This design comes from an exercise in tuning for small area and a short achievable clock period on the open sky130 flow, not from production work. In this exercise RTL edits were held to simulation tests only and were not proved equivalent to the original.

==> design.v <==
module bobbin_div (
    input  wire        clk,
    input  wire        start,
    input  wire        sqrt_start,  
    input  wire        sqrt_q,      
    input  wire [31:0] opa,         
    input  wire [31:0] opb,         
    output wire [31:0] quotient,
    output wire [15:0] root
);
    reg [31:0] rem_q;
    reg [31:0] quo_q;
    reg [31:0] dvs_q;
    wire        b_hi0 = (opb[31:2] == 30'd0);
    wire        s_ge1 = b_hi0 && (opb[1:0] <= {1'b0, opa[31]});
    wire        s_r1  = opa[31] & ~(s_ge1 & opb[0]);
    wire [1:0]  s_t2  = {s_r1, opa[30]};
    wire        s_ge2 = b_hi0 && (opb[1:0] <= s_t2);
    wire [1:0]  s_r2  = s_ge2 ? s_t2 - opb[1:0] : s_t2;
    wire        q_ge  = (opa[31:30] != 2'd0);
    wire [1:0]  q_r1  = opa[31:30] - {1'b0, q_ge};
    wire [32:0] t1   = {rem_q, quo_q[31]};
    wire [33:0] d1   = {1'b0, t1} - {2'b00, dvs_q};
    wire        ge1  = !d1[33];
    wire [31:0] r1   = ge1 ? d1[31:0] : t1[31:0];
    wire [32:0] t2   = {r1, quo_q[30]};
    wire [33:0] d2   = {1'b0, t2} - {2'b00, dvs_q};
    wire        ge2  = !d2[33];
    wire [31:0] r2   = ge2 ? d2[31:0] : t2[31:0];
    wire [17:0] sr;
    wire        sge;
    bobbin_sqrt u_step (
        .rem(rem_q[17:0]), .x2(quo_q[31:30]), .root(dvs_q[15:0]),
        .rem_next(sr), .ge(sge)
    );
    always @(posedge clk) begin
        if (start) begin
            rem_q <= {30'd0, sqrt_start ? q_r1 : s_r2};
            quo_q <= {opa[29:0], sqrt_start ? 2'b00 : {s_ge1, s_ge2}};
            dvs_q <= sqrt_start ? {31'd0, q_ge} : opb;
        end else if (sqrt_q) begin
            rem_q <= {14'd0, sr};
            quo_q <= {quo_q[29:0], 2'b00};
            dvs_q <= {dvs_q[30:0], sge};
        end else begin
            rem_q <= r2;
            quo_q <= {quo_q[29:0], ge1, ge2};
        end
    end
    assign quotient = {quo_q[29:0], ge1, ge2};
    assign root     = {dvs_q[14:0], sge};
endmodule
module bobbin_sqrt (
    input  wire [17:0] rem,
    input  wire [1:0]  x2,
    input  wire [15:0] root,
    output wire [17:0] rem_next,
    output wire        ge
);
    wire [19:0] t     = {rem, x2};
    wire [19:0] trial = {2'b00, root, 2'b01};
    wire [20:0] diff  = {1'b0, t} - {1'b0, trial};
    assign ge       = !diff[20];
    assign rem_next = ge ? diff[17:0] : t[17:0];
endmodule
module bobbin (
    input  wire        clk,
    input  wire        rst,           
    input  wire        restart,       
    input  wire        snag_release,  
    input  wire [10:0] prog_len,      
    input  wire [23:0] wdog_limit,    
    input  wire [4:0]  self_id,       
    input  wire [31:0] time_ns,       
    input  wire [14:0] ev_in,         
    input  wire        tick_us,       
    output wire [9:0]  imem_addr,
    input  wire [31:0] imem_data,
    output wire [11:0] dmem_addr,
    output wire        dmem_re,
    output wire [3:0]  dmem_we,
    output wire [31:0] dmem_wdata,
    input  wire [31:0] dmem_rdata,
    output wire [6:0]  port_addr,
    output wire        port_re,
    output wire        port_we,
    output wire [31:0] port_wdata,
    input  wire [31:0] port_rdata,
    output wire [2:0]  state,
    output wire [1:0]  snag_code
);
    localparam [2:0] S_STOPPED = 3'd0, S_IDLE = 3'd2, S_RUN = 3'd3, S_SNAG = 3'd4;
    localparam [1:0] C_NONE = 2'd0, C_ILLEGAL = 2'd1, C_RANGE = 2'd2, C_WDOG = 2'd3;
    localparam [5:0] OP_NOP = 6'h01, OP_ADD = 6'h02, OP_SUB = 6'h03, OP_ADDS = 6'h04,
                     OP_SUBS = 6'h05, OP_AND = 6'h06, OP_OR = 6'h07, OP_XOR = 6'h08,
                     OP_SHL = 6'h09, OP_SHR = 6'h0A, OP_ASR = 6'h0B, OP_MUL = 6'h0C,
                     OP_MULH = 6'h0D, OP_MULHU = 6'h0E, OP_MULSH = 6'h0F, OP_DIVU = 6'h10,
                     OP_DIVS = 6'h11, OP_SQRTU = 6'h12, OP_MIN = 6'h13, OP_MAX = 6'h14,
                     OP_SLT = 6'h15, OP_SLTU = 6'h16, OP_ABS = 6'h17, OP_CLAMP = 6'h18,
                     OP_ADDI = 6'h19, OP_ANDI = 6'h1A, OP_ORI = 6'h1B, OP_XORI = 6'h1C,
                     OP_SHLI = 6'h1D, OP_SHRI = 6'h1E, OP_ASRI = 6'h1F, OP_LUI = 6'h20,
                     OP_LD = 6'h21, OP_LDH = 6'h22, OP_LDHU = 6'h23, OP_ST = 6'h24,
                     OP_STH = 6'h25, OP_LUT = 6'h26, OP_IN = 6'h27, OP_OUT = 6'h28,
                     OP_BEQ = 6'h29, OP_BNE = 6'h2A, OP_BLT = 6'h2B, OP_BGE = 6'h2C,
                     OP_BLTU = 6'h2D, OP_BGEU = 6'h2E, OP_JMP = 6'h2F, OP_CALL = 6'h30,
                     OP_RET = 6'h31, OP_WAIT = 6'h32, OP_END = 6'h33;
    reg [2:0]  state_q;
    reg [1:0]  code_q;
    reg [9:0]  pc_q;
    reg [31:0] regs [1:15];
    reg [15:0] pend_q;
    reg [15:0] wake_q;
    reg [31:0] timer_q;
    reg [23:0] wd_q;
    reg        mc_busy_q;
    reg [3:0]  mc_cnt_q;
    reg        mc_sqrt_q;    
    reg        mc_divs_q;    
    reg        mc_neg_q;     
    wire [31:0] ir     = imem_data;
    wire [5:0]  op     = ir[31:26];
    wire [3:0]  f_hi   = ir[25:22];    
    wire [3:0]  f_mid  = ir[21:18];    
    wire [3:0]  f_lo   = ir[17:14];    
    wire [4:0]  sh     = ir[4:0];
    wire [17:0] imm18  = ir[17:0];
    wire [15:0] imm16  = ir[15:0];
    wire [7:0]  portn  = ir[7:0];
    wire [9:0]  target = ir[9:0];
    wire [15:0] wmask  = ir[15:0];
    wire [31:0] simm = {{14{imm18[17]}}, imm18};
    wire [31:0] uimm = {14'd0, imm18};
    wire [3:0]  q_idx = op[5] ? f_hi : f_lo;
    wire [31:0] P = (f_mid == 4'd0) ? 32'd0 : regs[f_mid];    
    wire [31:0] Q = (q_idx == 4'd0) ? 32'd0 : regs[q_idx];    
    wire [32:0] sum33 = {P[31], P} + {Q[31], Q};
    wire [32:0] dif33 = {P[31], P} - {Q[31], Q};
    wire        lts   = dif33[32];                  
    wire        ltu   = dif33[32] ^ P[31] ^ Q[31];  
    wire        eq    = (P == Q);
    wire [31:0] ea    = P + simm;                   
    wire [31:0] nP    = 32'd0 - P;
    wire [31:0] nQ    = 32'd0 - Q;
    function [31:0] sat33;
        input [32:0] v;
        begin
            if (v[32] != v[31])
                sat33 = v[32] ? 32'h8000_0000 : 32'h7FFF_FFFF;
            else
                sat33 = v[31:0];
        end
    endfunction
    wire is_lut  = (op == OP_LUT);
    wire mul_sgn = (op != OP_MULHU);
    wire [11:0] lut_base = imm18[11:0];
    wire [12:0] lut_addr = {1'b0, lut_base} + {4'd0, P[15:8], 1'b0};
    wire [15:0] lut_t0   = dmem_rdata[15:0];
    wire [15:0] lut_t1   = dmem_rdata[31:16];
    wire [16:0] lut_d    = {lut_t1[15], lut_t1} - {lut_t0[15], lut_t0};
    wire [32:0] mB = is_lut ? {25'd0, P[7:0]} : {mul_sgn & P[31], P};
    wire [32:0] mA = is_lut ? {{16{lut_d[16]}}, lut_d} : {mul_sgn & Q[31], Q};
    wire [63:0] mAdd = is_lut ? {{40{lut_t0[15]}}, lut_t0, 8'd0} : 64'd0;
    wire [63:0] prod;
    bobbin_mul u_mul (.a(mA), .b(mB), .c(mAdd), .p(prod));
    wire is_mulf = (op == OP_MUL) || (op == OP_MULSH) || is_lut;
    wire is_shl  = (op == OP_SHL) || (op == OP_SHLI);
    wire is_asr  = (op == OP_ASR) || (op == OP_ASRI);
    wire [4:0] samt = op[4] ? imm18[4:0] : Q[4:0];    
    wire [31:0] fhi  = is_mulf ? prod[63:32] :
                       is_shl  ? {1'b0, P[31:1]} : {32{is_asr & P[31]}};
    wire [31:0] flo  = is_mulf ? prod[31:0] :
                       is_shl  ? {P[0], 31'd0} : P;
    wire [4:0]  famt = is_mulf ? (is_lut ? 5'd8 : sh) :
                       is_shl  ? ~samt : samt;
    wire [63:0] fsh  = {fhi, flo} >> famt;
    wire [31:0] fout = fsh[31:0];
    reg  [31:0] sh_mask;
    integer k;
    always @(*)
        for (k = 0; k < 32; k = k + 1)
            sh_mask[k] = (k[4:0] >= sh);
    wire mulsh_ovf = |((prod[62:31] ^ {32{prod[63]}}) & sh_mask);
    wire [31:0] mulsh_v = (mulsh_ovf && op == OP_MULSH) ?
                          {prod[63], {31{~prod[63]}}} : fout;
    wire        mc_start;
    wire        st_divs = (op == OP_DIVS);
    wire        st_sqrt = (op == OP_SQRTU);
    wire [31:0] div_a = (st_divs && P[31]) ? nP : P;
    wire [31:0] div_b = (st_divs && Q[31]) ? nQ : Q;
    wire [31:0] mc_q;        
    wire [15:0] mc_root;     
    bobbin_div u_div (
        .clk(clk), .start(mc_start), .sqrt_start(st_sqrt), .sqrt_q(mc_sqrt_q),
        .opa(div_a), .opb(div_b), .quotient(mc_q), .root(mc_root)
    );
    wire [31:0] nq = 32'd0 - mc_q;
    wire [31:0] mc_result =
        mc_sqrt_q ? {16'd0, mc_root} :
        !mc_divs_q ? mc_q :
        mc_q[31] ? (mc_neg_q ? 32'h8000_0000 : 32'h7FFF_FFFF) :
        mc_neg_q ? nq : mc_q;
    wire active   = (state_q == S_RUN) || (state_q == S_IDLE);
    wire wd_fire  = active && (wdog_limit != 24'd0) && (wd_q >= wdog_limit);
    wire abandon  = rst || (state_q == S_SNAG ? snag_release : restart);
    wire in_port_ext  = (portn <= 8'h0F);
    wire in_port_ok   = in_port_ext || portn == 8'h38 || portn == 8'h39 || portn == 8'h3A;
    wire out_port_ext = (portn >= 8'h40 && portn <= 8'h4F) || portn == 8'h79;
    wire out_port_ok  = out_port_ext || portn == 8'h78;
    wire ea_hi_zero = (ea[31:12] == 20'd0);
    wire bad_w   = !ea_hi_zero || (ea[1:0] != 2'd0);
    wire bad_h   = !ea_hi_zero || ea[0];
    wire bad_lut = lut_base[0] || (lut_addr > 13'd4092);
    wire bad_ret = ({1'b0, regs[15][9:0]} >= prog_len);
    wire pc_last = (pc_q == 10'd1023);
    wire [15:0] wait_hit = pend_q & wmask;
    wire        wait_go  = (wait_hit != 16'd0);
    reg        illegal;      
    reg        bad_addr;     
    reg        wr_en;        
    reg [31:0] wr_val;
    reg        seq;          
    reg        jump;         
    reg        is_mc;        
    reg        is_end;
    reg        is_wait;
    always @(*) begin
        illegal  = 1'b0;
        bad_addr = 1'b0;
        wr_en    = 1'b0;
        wr_val   = 32'd0;
        seq      = 1'b1;
        jump     = 1'b0;
        is_mc    = 1'b0;
        is_end   = 1'b0;
        is_wait  = 1'b0;
        case (op)
            OP_NOP: illegal = (ir[25:0] != 26'd0);
            OP_ADD, OP_SUB, OP_ADDS, OP_SUBS, OP_AND, OP_OR, OP_XOR, OP_SHL, OP_SHR,
            OP_ASR, OP_MUL, OP_MULH, OP_MULHU, OP_MIN, OP_MAX, OP_SLT, OP_SLTU,
            OP_CLAMP: begin
                illegal = (ir[13:0] != 14'd0);
                wr_en   = 1'b1;
                case (op)
                    OP_ADD:   wr_val = sum33[31:0];
                    OP_SUB:   wr_val = dif33[31:0];
                    OP_ADDS:  wr_val = sat33(sum33);
                    OP_SUBS:  wr_val = sat33(dif33);
                    OP_AND:   wr_val = P & Q;
                    OP_OR:    wr_val = P | Q;
                    OP_XOR:   wr_val = P ^ Q;
                    OP_SHL, OP_SHR, OP_ASR, OP_MUL:
                              wr_val = fout;
                    OP_MULH, OP_MULHU:
                              wr_val = prod[63:32];
                    OP_MIN:   wr_val = lts ? P : Q;
                    OP_MAX:   wr_val = lts ? Q : P;
                    OP_SLT:   wr_val = {31'd0, lts};
                    OP_SLTU:  wr_val = {31'd0, ltu};
                    default:  wr_val = Q[31] ? 32'd0 : sum33[32] ? nQ :
                                       (!lts && !eq) ? Q : P;    
                endcase
            end
            OP_MULSH: begin
                illegal = (ir[13:5] != 9'd0);
                wr_en   = 1'b1;
                wr_val  = mulsh_v;
            end
            OP_DIVU, OP_DIVS: begin
                illegal = (ir[13:0] != 14'd0);
                is_mc   = 1'b1;
            end
            OP_SQRTU: begin
                illegal = (ir[17:0] != 18'd0);
                is_mc   = 1'b1;
            end
            OP_ABS: begin
                illegal = (ir[17:0] != 18'd0);
                wr_en   = 1'b1;
                wr_val  = P[31] ? (nP[31] ? 32'h7FFF_FFFF : nP) : P;
            end
            OP_ADDI: begin wr_en = 1'b1; wr_val = ea; end
            OP_ANDI: begin wr_en = 1'b1; wr_val = P & uimm; end
            OP_ORI:  begin wr_en = 1'b1; wr_val = P | uimm; end
            OP_XORI: begin wr_en = 1'b1; wr_val = P ^ uimm; end
            OP_SHLI, OP_SHRI, OP_ASRI: begin
                illegal = (imm18[17:5] != 13'd0);
                wr_en   = 1'b1;
                wr_val  = fout;
            end
            OP_LUI: begin
                illegal = (ir[21:16] != 6'd0);
                wr_en   = 1'b1;
                wr_val  = {imm16, 16'd0};
            end
            OP_LD: begin
                bad_addr = bad_w;
                wr_en    = 1'b1;
                wr_val   = dmem_rdata;
            end
            OP_LDH, OP_LDHU: begin
                bad_addr = bad_h;
                wr_en    = 1'b1;
                wr_val   = {{16{dmem_rdata[15] & !op[0]}}, dmem_rdata[15:0]};
            end
            OP_ST:  bad_addr = bad_w;
            OP_STH: bad_addr = bad_h;
            OP_LUT: begin
                illegal  = (imm18[17:12] != 6'd0);
                bad_addr = bad_lut;
                wr_en    = 1'b1;
                wr_val   = fout;
            end
            OP_IN: begin
                illegal = (ir[21:8] != 14'd0) || !in_port_ok;
                wr_en   = 1'b1;
                if (portn == 8'h38)      wr_val = {27'd0, self_id};
                else if (portn == 8'h39) wr_val = time_ns;
                else if (portn == 8'h3A) wr_val = {16'd0, wake_q};
                else                     wr_val = port_rdata;
            end
            OP_OUT: illegal = (ir[21:8] != 14'd0) || !out_port_ok;
            OP_BEQ, OP_BNE, OP_BLT, OP_BGE, OP_BLTU, OP_BGEU: begin
                illegal = (ir[17:10] != 8'd0);
                case (op)
                    OP_BEQ:  jump = eq;
                    OP_BNE:  jump = !eq;
                    OP_BLT:  jump = !lts && !eq;
                    OP_BGE:  jump = lts || eq;
                    OP_BLTU: jump = !ltu && !eq;
                    default: jump = ltu || eq;
                endcase
                seq = !jump;
            end
            OP_JMP: begin
                illegal = (ir[25:10] != 16'd0);
                jump    = 1'b1;
                seq     = 1'b0;
            end
            OP_CALL: begin
                illegal = (ir[25:10] != 16'd0);
                jump    = 1'b1;
                seq     = 1'b0;
                wr_en   = 1'b1;
                wr_val  = {21'd0, {1'b0, pc_q} + 11'd1};
            end
            OP_RET: begin
                illegal  = (ir[25:0] != 26'd0);
                bad_addr = bad_ret;
                jump     = 1'b1;
                seq      = 1'b0;
            end
            OP_WAIT: begin
                illegal = (ir[25:16] != 10'd0);
                is_wait = 1'b1;
                seq     = wait_go;
            end
            OP_END: begin
                illegal = (ir[25:0] != 26'd0);
                is_end  = 1'b1;
                seq     = 1'b0;
            end
            default: illegal = 1'b1;
        endcase
    end
    wire [9:0] jump_pc = (op == OP_RET) ? regs[15][9:0] : target;
    wire [3:0] wr_reg = (op == OP_CALL) ? 4'd15 : f_hi;
    wire past_end = seq && pc_last;
    wire issue     = active && !mc_busy_q && !abandon && !wd_fire;
    wire violation = issue && (illegal || bad_addr || past_end);
    wire exec      = issue && !violation;
    wire mc_last   = mc_busy_q && (mc_cnt_q == 4'd15) && !abandon && !wd_fire;
    assign mc_start = exec && is_mc;
    assign imem_addr  = pc_q;
    assign state      = state_q;
    assign snag_code  = code_q;
    wire ok_seq = issue && !pc_last;
    wire is_ld  = (op == OP_LD);
    wire is_ldh = (op == OP_LDH) || (op == OP_LDHU);
    wire ld_ok  = ok_seq && ((is_ld && !bad_w) || (is_ldh && !bad_h) ||
                             (is_lut && imm18[17:12] == 6'd0 && !bad_lut));
    wire st_ok  = ok_seq && (op == OP_ST) && !bad_w;
    wire sth_ok = ok_seq && (op == OP_STH) && !bad_h;
    wire out_ok = ok_seq && (op == OP_OUT) && (ir[21:8] == 14'd0);
    assign dmem_addr  = is_lut ? lut_addr[11:0] : ea[11:0];
    assign dmem_re    = ld_ok;
    assign dmem_we    = {st_ok, st_ok, st_ok | sth_ok, st_ok | sth_ok};
    assign dmem_wdata = Q;
    assign port_addr  = portn[6:0];
    assign port_re    = ok_seq && (op == OP_IN) && (ir[21:8] == 14'd0) && in_port_ext;
    assign port_we    = out_ok && out_port_ext;
    assign port_wdata = Q;
    wire timer_wr   = out_ok && (portn == 8'h78);
    wire timer_fire = !timer_wr && tick_us && (timer_q == 32'd1);
    wire [15:0] wait_take = (exec && is_wait) ? wait_hit : 16'd0;
    wire [23:0] wd_inc = (wd_q == 24'hFF_FFFF) ? wd_q : wd_q + 24'd1;
    wire        rf_we = (exec && wr_en) || mc_last;
    wire [3:0]  rf_wa = mc_last ? f_hi : wr_reg;
    wire [31:0] rf_wd = mc_last ? mc_result : wr_val;
    integer i;
    always @(posedge clk) begin
        if (rst) begin
            for (i = 1; i < 16; i = i + 1)
                regs[i] <= 32'd0;
        end else if (rf_we && rf_wa != 4'd0) begin
            regs[rf_wa] <= rf_wd;
        end
    end
    always @(posedge clk) begin
        if (rst) begin
            state_q    <= S_RUN;
            code_q     <= C_NONE;
            pc_q       <= 10'd0;
            pend_q     <= 16'd0;
            wake_q     <= 16'd0;
            timer_q    <= 32'd0;
            wd_q       <= 24'd0;
            mc_busy_q  <= 1'b0;
            mc_cnt_q   <= 4'd0;
            mc_sqrt_q  <= 1'b0;
            mc_divs_q  <= 1'b0;
            mc_neg_q   <= 1'b0;
        end else begin
            pend_q <= (pend_q & ~wait_take) | {timer_fire, ev_in};
            if (timer_wr)
                timer_q <= Q;
            else if (tick_us && timer_q != 32'd0)
                timer_q <= timer_q - 32'd1;
            if (abandon) begin
                state_q   <= S_RUN;
                code_q    <= C_NONE;
                pc_q      <= 10'd0;
                wd_q      <= 24'd0;
                mc_busy_q <= 1'b0;
            end else if (wd_fire) begin
                state_q   <= S_SNAG;
                code_q    <= C_WDOG;
                mc_busy_q <= 1'b0;
            end else if (mc_busy_q) begin
                wd_q     <= wd_inc;
                mc_cnt_q <= mc_cnt_q + 4'd1;
                if (mc_last) begin
                    mc_busy_q <= 1'b0;
                    pc_q      <= pc_q + 10'd1;
                end
            end else if (violation) begin
                state_q <= S_SNAG;
                code_q  <= illegal ? C_ILLEGAL : C_RANGE;
            end else if (exec) begin
                if (is_mc) begin
                    mc_busy_q  <= 1'b1;
                    mc_cnt_q   <= 4'd1;
                    mc_sqrt_q  <= st_sqrt;
                    mc_divs_q  <= st_divs;
                    mc_neg_q   <= P[31] ^ Q[31];
                end
                if (is_wait && !seq) begin
                    state_q <= S_IDLE;
                    wd_q    <= 24'd0;
                end else if (is_end) begin
                    state_q <= S_STOPPED;
                    wd_q    <= 24'd0;
                end else begin
                    state_q <= S_RUN;
                    wd_q    <= wd_inc;
                    if (is_wait)
                        wake_q <= wait_hit;
                    if (jump)
                        pc_q <= jump_pc;
                    else if (seq && !is_mc)
                        pc_q <= pc_q + 10'd1;
                end
            end
        end
    end
endmodule
module bobbin_mul(input [32:0] a, input [32:0] b, input [63:0] c, output [63:0] p);
  wire [34:0] bx = {b[32], b, 1'b0};
  wire [34:0] a1 = {{2{a[32]}}, a};
  wire [34:0] a2 = {a[32], a, 1'b0};
  wire [63:0] rows [0:16];
  wire [16:0] negv;
  genvar i;
  generate for (i = 0; i < 17; i = i + 1) begin : g
    wire one = bx[2*i+1] ^ bx[2*i];
    wire two = (bx[2*i+2] & ~bx[2*i+1] & ~bx[2*i]) | (~bx[2*i+2] & bx[2*i+1] & bx[2*i]);
    wire neg = bx[2*i+2];
    wire [34:0] x = (({35{one}} & a1) | ({35{two}} & a2)) ^ {35{neg}};
    wire [63:0] r = {29'd0, ~x[34], x[33:0]};
    assign rows[i] = r << (2*i);
    assign negv[i] = neg;
  end endgenerate
  wire [63:0] negs;
  genvar j;
  generate for (j = 0; j < 32; j = j + 1) begin : gn
    if (j % 2 == 0) assign negs[j] = negv[j/2]; else assign negs[j] = 1'b0;
  end endgenerate
  assign negs[63:32] = {31'd0, negv[16]} ;
  function [63:0] kf; input d; integer k; begin kf = 0; for (k = 0; k < 17; k = k + 1) kf = kf - (64'd1 << (34 + 2*k)); end endfunction
  wire [63:0] KK = kf(1'b0);
  assign p = rows[0] + rows[1] + rows[2] + rows[3] + rows[4] + rows[5] + rows[6] + rows[7] +
             rows[8] + rows[9] + rows[10] + rows[11] + rows[12] + rows[13] + rows[14] + rows[15] +
             rows[16] + negs + KK + c;
endmodule
==> run.sh <==
#!/bin/bash
# synth_recipe.tcl (not shown) runs the flow's synth.tcl, then flattens the netlist and writes it again
# the make line also repeats each setting of config.mk as NAME=value (left out here)
make -C /OpenROAD-flow-scripts/flow DESIGN_CONFIG=/design/flow/config.mk WORK_HOME=/design/flow/orfs CLKGATE_MAP_FILE= SYNTH_SCRIPT=/design/flow/synth_recipe.tcl finish
==> config.mk <==
export PLATFORM = sky130hd
export DESIGN_NAME = bobbin
export DESIGN_NICKNAME = bobbin
export VERILOG_FILES = /design/flow/design.v
export SDC_FILE = /design/flow/constraint.sdc
export NUM_CORES = 4
export LEC_CHECK = 0
export CAP_MARGIN = 20
export CORE_MARGIN = 2
export CORE_UTILIZATION = 30
export PLACE_DENSITY = 0.45
export SLEW_MARGIN = 20
==> constraint.sdc <==
create_clock -name core_clock -period 22.0 [get_ports {clk}]
set_input_delay 4.4000 -clock core_clock [delete_from_list [all_inputs] [get_ports {clk}]]
set_output_delay 4.4000 -clock core_clock [all_outputs]
set_load 0.01 [all_outputs]
==> results.txt <==
## cell usage after synthesis (all sizes together) (60+ instances only)
cell and instances:
nand2b 82, o22ai 407, nor4 61, a21o 137, nor3 226, inv 648, and2 74, buf 263
a22oi 219, a21oi 675, nor2b 98, nand2 983, mux2i 231, clkbuf 681, a221oi 115, a211oi 218
fa 500, o21bai 62, edfxtp 535, o21a 73, nor2 1295, nand4 68, a31oi 96, a21boi 71
xor2 194, xnor2 697, mux4 147, mux2 77, o31ai 60, dfxtp 175, o21ai 627, nand3 283
o211ai 90, ha 530, and3 76
## layer usage
| metal | up-vias | GRT usage | part of all wire |
|---|---|---|---|
| li1 | 41700 | - | - |
| met2 | 6644 | 0.570 | 0.43 |
| met5 | - | 0 | 0.0010 |
| met4 | 46 | 0.259 | 0.084 |
| met1 | 51100 | 0.464 | 0.38 |
| met3 | 1687 | 0.105 | 0.10 |
## worst max-delay path: cells and delay by family
family                   cells  cell delay, ns
AO/OA/AOI/OAI               24            6.93
XOR/XNOR                     1            0.07
adder cells (fa/ha/maj)      9            4.14
buffers and inverters        6            1.55
AND/OR/NAND/NOR             14            4.27
## cell families (layout without fill, tap and decap cells)
logic type               after synthesis  after routing  synth area share
buffers and inverters               1612           1709            0.0685
AO/OA/AOI/OAI                       3330           3330             0.235
adder cells (fa/ha/maj)             1032           1032             0.175
AND/OR/NAND/NOR                     3459           3459             0.165
other                                  1             66         0.0000394
XOR/XNOR                             891            891            0.0820
flip-flops                           710            710             0.206
multiplexers                         455            455            0.0684
## registers in the layout (all words and copies together) (netlist names)
signal	flops
pend_q	16
regs	503
u_div.dvs_q	32
mc_busy_q	1
mc_divs_q	1
mc_cnt_q	4
wake_q	16
pc_q	10
mc_sqrt_q	1
state_q	3
wd_q	24
u_div.quo_q	32
timer_q	32
u_div.rem_q	32
mc_neg_q	1
code_q	2
## path summary, 6_finish.rpt
| kind | startpoint | cells after the start | slack, ns | endpoint |
|---|---|---|---|---|
| setup / recovery | imem_data[16] | 54 | 1.17 | regs[7][17] |
| hold / removal | code_q[1] | 2 | 0.46 | code_q[1] |
| setup reg to reg | regs[15][1] | 49 | 5.35 | regs[7][17] |
| hold reg to reg | code_q[1] | 2 | 0.46 | code_q[1] |
## through the flow
step / hold slack [ns] / cells
floorplan: 0.436 / 11500
global placement: 0.444 / 15600
detailed placement: 0.452 / 15600
CTS: 0.461 / 15800
global route: 0.484 / 15800
finish: 0.464 / 15800
## area by class of cell
cell class	count	area, µm²	area share
well taps	4160	5200	0.0482
flip-flops and latches	710	19600	0.181
diodes	43	108	0.000996
repair buffers	889	7530	0.0697
inverters	668	2510	0.0232
clock inverters	47	479	0.00443
clock buffers	105	2270	0.0210
multi-input cells	9190	70400	0.651
==> impl_metrics.env <==
export IMPL_status="complete, no violations"
export IMPL_finalWeightedCongestion=1.08
export IMPL_min_period_ns=20.83
export IMPL_synth_top_area_share=0.169
export IMPL_viasPerCell=6.40
export IMPL_wl_mm=626
export IMPL_hold_viol=0
export IMPL_ys_seq_area_frac=0.206
export IMPL_fillers=33000
export IMPL_cts_setup_buffers=0
export IMPL_die_y_um=567
export IMPL_max_freq_mhz=48.0
export IMPL_synth_edf_count=535
export IMPL_fin_crit_sh=0.947
export IMPL_dp_final_hpwl_mm=473
export IMPL_fin_util=0.343
export IMPL_final_cell_mix="nor2_1, nand2_1, xnor2_1"
export IMPL_syn_avg_cell_area_um2=8.28
export IMPL_drt_iter0_drc=14700
export IMPL_cts_path_max_buffers=3
export IMPL_cts_hold_buffers=0
export IMPL_wl_per_cell_um=39.6
export IMPL_cp_start_kind="primary input"
export IMPL_fin_ws_ns=1.17
export IMPL_cts_root_buf="clkbuf_16"
export IMPL_slew_violations=0
export IMPL_design_area_um2=108000
export IMPL_ys_warn_count=3
export IMPL_ys_ff_latch=710
export IMPL_detail_route_antenna_nets=0
export IMPL_cp_max_fo=15
export IMPL_yosysTopAreaCell="edfxtp_1"
export IMPL_async_reset_ff_frac=0
export IMPL_grt_pass1_wl_mm=844
export IMPL_drv_cap=0
export IMPL_grt_antenna_before_repair=76
export IMPL_synth_lib_cells_used_distinct=126
export IMPL_io_buffers=292
export IMPL_drtPass1Iterations=9
export IMPL_finalSetupViolations=0
export IMPL_worstPathArrival_ns=21.41
export IMPL_grt_max_degree=66
export IMPL_row_count=206
export IMPL_mostFrequentLayoutCell="nor2_1"
export IMPL_worstMarginPinSlew_ns=1.38
export IMPL_fp_coreArea_um2=315000
export IMPL_placedInstanceArea_um2=105000
export IMPL_vias=101000
export IMPL_ys_dominant_reg_cell="edfxtp_1"
export IMPL_path_common_cell="fa_1"
export IMPL_drc_errors=0
export IMPL_crit_type="primary input to flop"
export IMPL_cpPeakStageDelay_ns=0.83
export IMPL_cts_buffers=85
export IMPL_worstSetupEndpointType="flop"
export IMPL_place_ws_ns=0.988
export IMPL_cts_resized=0
export IMPL_clk_pin_slew_ns=0.06
export IMPL_rsz0062_at_grt="false"
export IMPL_dieArea_um2=322000
export IMPL_min_path_type="flop to flop"
export IMPL_grt_overflow=0
export IMPL_h_tree_depth=3
export IMPL_netlist_area_um2=95100
export IMPL_syn_to_final_growth_pct=13.6
export IMPL_synthCells=11500
export IMPL_die_w_um=567
export IMPL_clk_latency_ns=0.75
export IMPL_drive_above_1_share=0.112
export IMPL_worstPathRequired_ns=22.58
export IMPL_slowest_stage="or4_1"
export IMPL_cts_tree="built"
export IMPL_netlist_top_cells_area="edfxtp_1, fa_1, ha_1"
export IMPL_fin_worst_skew_ns=0.0519
export IMPL_grt_util_all_layers=0.377
export IMPL_grt_pass1_vias=96400
export IMPL_slew_headroom=0.0711
export IMPL_initial_core_util=0.302
export IMPL_clock_sinks=710
export IMPL_io_pin_count=293
export IMPL_layout_nets=12800
export IMPL_tns_ns=0

afterwards: timing with drivers on the ports:
The flow's constraints put no driver on any port. The routed layout listed below was extracted and timed again, unchanged, in two steps.
Step 1, drivers: a clkbuf_16 drives clk and a buf_2 each remaining input, both assumed.
Step 2 moves the port delays by t, midway between the first and last clock arrival at a register: inputs arrive t later, outputs are due t later. That takes back most of the time a late clock gives input paths.
Three values: ideal, step 1, step 2; two values: the first two.
shift t [ns]: 0.827
setup WS [ns]: 1.171 / 1.171 / 0.344
slew at the worst register clock pin (ns): 0.07 / 0.07
worst data-port slew with drivers (ns): 0.37
After both steps setup and hold are still met in this run. The setup slack of this run moves by 0.000 ns with the drivers and by -0.827 ns with both steps.
